What follows belongs to an exercise in optimizing a design on an open flow for a short achievable clock period and few clock cycles per item; a production flow would make more cautious choices. At most, simulation tests tie the RTL to the original design; equivalence was not proved.

Design patina_lane, start of the top module:
module patina_lane (
    input  wire               clk,
    input  wire               rst,
    input  wire        [17:0] clamp_c,
    input  wire               lin_bypass,
    input  wire signed [31:0] k1,
    input  wire signed [31:0] k2,
    input  wire signed [31:0] k3,
    input  wire               patina_en,
    input  wire signed [11:0] dp,
    input  wire         [2:0] es,
    input  wire         [2:0] eq,
    input  wire        [15:0] out_offset,
    input  wire               in_valid,
    output wire               in_ready,
    input  wire        [13:0] in_code,
    input  wire        [31:0] in_entry,
    output wire               out_valid,
    input  wire               out_ready,
    output wire        [15:0] out_pix,
    output wire               out_hi,
    output wire               out_lo,
    output wire               out_defect
);
clock: 20.0 ns
lec_check: 0
cap_margin: 20
core_margin: 2
core_utilization: 40
slew_margin: 65
standard.sh (not shown) runs the stock make flow with config.mk's settings and CLKGATE_MAP_FILE= SYNTH_SCRIPT=/design/flow/synth_recipe.tcl, a recipe that flattens the netlist after the stock synthesis.
==> flow/flow/run.sh <==
#!/bin/bash
# Layout flow: the standard ORFS flow (standard.sh), with the port
# buffers made plain sky130_fd_sc_hd__buf_4 cells. Every input and output
# port still gets its buffer; only the cell type differs from buffer_ports'
# own choice (a clkdlybuf4s50_1 delay cell).
set -euo pipefail
export BUFFER_PORTS_ARGS="-buffer_cell sky130_fd_sc_hd__buf_4"
bash standard.sh > standard_flow.log 2>&1
Change:
==> flow/flow/run.sh (replaced) <==
#!/bin/bash
# Layout flow: the standard ORFS flow (standard.sh) with two changes:
#  - the port buffers are plain sky130_fd_sc_hd__buf_4 cells (every input
#    and output port still gets its buffer; buffer_ports would otherwise pick
#    a clkdlybuf4s50_1 delay cell);
#  - after placement, the flip-flops that drive the output port buffers are
#    upsized to sky130_fd_sc_hd__dfxtp_4 (same cell type, stronger drive)
#    and the placement is legalized again (flow/resize_out.tcl).
# Each step's full output goes to a log file of its own here.
set -euo pipefail
export BUFFER_PORTS_ARGS="-buffer_cell sky130_fd_sc_hd__buf_4"
bash standard.sh place > flow_place.log 2>&1
RES="orfs/results/$FLOW_PLATFORM/patina_lane/base" \
LIB="$FLOW_HOME/platforms/$FLOW_PLATFORM/lib/sky130_fd_sc_hd__tt_025C_1v80.lib" \
  openroad -no_init -exit flow/resize_out.tcl > flow_resize.log 2>&1
bash standard.sh > flow_finish.log 2>&1
==> flow/flow/resize_out.tcl (new file) <==
# Upsize the flip-flops that drive the output port buffers to dfxtp_4,
# then legalize the placement. Reads and rewrites 3_place.odb in $RES.
set res $::env(RES)
read_liberty $::env(LIB)
read_db $res/3_place.odb
read_sdc $res/3_place.sdc
source $::env(FLOW_HOME)/platforms/sky130hd/setRC.tcl
set n 0
foreach port [get_ports -filter "direction == output"] {
  set buf [get_cells -of_objects [get_pins -of_objects [get_nets [get_full_name $port]] -filter "direction == output"]]
  foreach ipin [get_pins -of_objects $buf -filter "direction == input"] {
    set drvpin [get_pins -of_objects [get_nets -of_objects $ipin] -filter "direction == output"]
    set ff [get_cells -of_objects $drvpin]
    set ref [get_property $ff ref_name]
    if {[string match "sky130_fd_sc_hd__dfxtp_*" $ref]} {
      replace_cell $ff sky130_fd_sc_hd__dfxtp_4
      incr n
    }
  }
}
puts "upsized $n output flip-flops"
set_placement_padding -global -left 0 -right 0
detailed_placement
check_placement
write_db $res/3_place.odb
Result:
- The new run passed the timing, design-rule and antenna checks
- area after synthesis stays the same
- setup slack improved by 59 ps
- routed wire length stays flat
- cell count hardly moves
- synthesized cell count is unchanged
- cell area is about the same
- non-clock buffer count goes down by 1
- sequential share of layout area is about the same
Function was not checked in any run of this note: the RTL went through the layout flow alone.

* * *

## lane 1
patina_lane, a different RTL version from the one above (not shown whole).
Size: ~2,600 flip-flops, ~220 I/O pins, ~190,000 sq um of cells after synthesis.
clock: 20.0 ns
lec_check: 0
cap_margin: 20
core_margin: 2
core_utilization: 40
slew_margin: 20
==> flow/flow/run.sh <==
#!/bin/bash
# Layout flow: the standard ORFS flow (standard.sh) with two changes:
#  - the port buffers are plain sky130_fd_sc_hd__buf_4 cells (every input
#    and output port still gets its buffer; buffer_ports would otherwise pick
#    a clkdlybuf4s50_1 delay cell);
#  - after placement, the flip-flops that drive the output port buffers are
#    upsized to sky130_fd_sc_hd__dfxtp_4 (same cell type, stronger drive)
#    and the placement is legalized again (flow/resize_out.tcl).
# Each step's full output goes to a log file of its own here.
set -euo pipefail
export BUFFER_PORTS_ARGS="-buffer_cell sky130_fd_sc_hd__buf_4"
bash standard.sh place > flow_place.log 2>&1
RES="orfs/results/$FLOW_PLATFORM/patina_lane/base" \
LIB="$FLOW_HOME/platforms/$FLOW_PLATFORM/lib/sky130_fd_sc_hd__tt_025C_1v80.lib" \
  openroad -no_init -exit flow/resize_out.tcl > flow_resize.log 2>&1
bash standard.sh > flow_finish.log 2>&1
==> flow/flow/resize_out.tcl <==
# Upsize the flip-flops that drive the output port buffers to dfxtp_4,
# then legalize the placement. Reads and rewrites 3_place.odb in $RES.
set res $::env(RES)
read_liberty $::env(LIB)
read_db $res/3_place.odb
read_sdc $res/3_place.sdc
source $::env(FLOW_HOME)/platforms/sky130hd/setRC.tcl
set n 0
foreach port [get_ports -filter "direction == output"] {
  set buf [get_cells -of_objects [get_pins -of_objects [get_nets [get_full_name $port]] -filter "direction == output"]]
  foreach ipin [get_pins -of_objects $buf -filter "direction == input"] {
    set drvpin [get_pins -of_objects [get_nets -of_objects $ipin] -filter "direction == output"]
    set ff [get_cells -of_objects $drvpin]
    set ref [get_property $ff ref_name]
    if {[string match "sky130_fd_sc_hd__dfxtp_*" $ref]} {
      replace_cell $ff sky130_fd_sc_hd__dfxtp_4
      incr n
    }
  }
}
puts "upsized $n output flip-flops"
set_placement_padding -global -left 0 -right 0
detailed_placement
check_placement
write_db $res/3_place.odb
Lane 1 finished every step from synthesis to the final layout, and the layout passed the timing, design-rule and antenna checks.
Testbench counts of lane 1, summed over its fixed seeds: cycles 40,651, items 35,275.
Edits applied to the flow inputs when going from lane 1 to lane 2:
==> flow/flow/run.sh <==
#!/bin/bash
# Layout flow: the standard ORFS flow (standard.sh), with the port
# buffers made plain sky130_fd_sc_hd__buf_4 cells. Every input and output
# port still gets its buffer; only the cell type differs from buffer_ports'
# own choice (a clkdlybuf4s50_1 delay cell).
set -euo pipefail
export BUFFER_PORTS_ARGS="-buffer_cell sky130_fd_sc_hd__buf_4"
bash standard.sh > standard_flow.log 2>&1
removed: flow/flow/resize_out.tcl
Results
- Worst setup slack ended up 0.075 ns lower on lane 2 than on lane 1.
- Design area: lane 2 vs lane 1, no meaningful difference
- From lane 1 to lane 2 the numbers moved as follows: wire length of the first global-routing pass neither gained nor lost much, worst slew margin relative to its limit fell 0.18 points.
- Diff lane 2..lane 1 | wire length | negligible
- Between lane 1 and lane 2, the clock latency of the later-clocked register in the worst-skew pair figures differ only marginally.
- As far as non-clock inverter count in the final layout goes, lane 2 and lane 1 are indistinguishable; the numbers are identical.
- As of lane 2, clock-buffer cell count had fallen slightly compared to lane 1.

[separate check: timing with driven ports]
The flow's constraints put no driver on any port. The routed layouts listed below were extracted and timed again, unchanged, in two steps.
Step 1 assumes that a clkbuf_16 drives the clock port and a buf_2 every other input.
Step 2 adds t to the input delays and takes it off the output delays; t is the mean of the earliest and latest rising clock arrival at the registers after step 1. Input paths then give back, and output paths get back, about the clock's delay inside the block.
Three values: ideal, step 1, step 2; two values: the first two.
| run | t (ns) | setup WS [ns] | hold WS [ns] | worst data-port slew with drivers (ns) | cell pins on the clock port's net |
|---|---|---|---|---|---|
| the first run of note 1 | 1.042 | 14.284 / 14.284 / 14.255 | 0.294 / 0.294 / 0.294 | 0.14 | 1 |
| the second run of note 1 | 1.028 | 14.344 / 14.344 / 14.328 | 0.270 / 0.270 / 0.270 | 0.14 | 1 |
| lane 1 | 1.050 | 14.378 / 14.378 / 14.092 | 0.281 / 0.281 / 0.281 | 0.07 | 1 |
| lane 2 | 1.046 | 14.302 / 14.302 / 13.970 | 0.254 / 0.254 / 0.254 | 0.07 | 1 |
After both steps every run listed still meets setup and hold. The setup slack of lane 2, which loses most, moves by 0.000 ns with the drivers and by -0.332 ns with both steps.
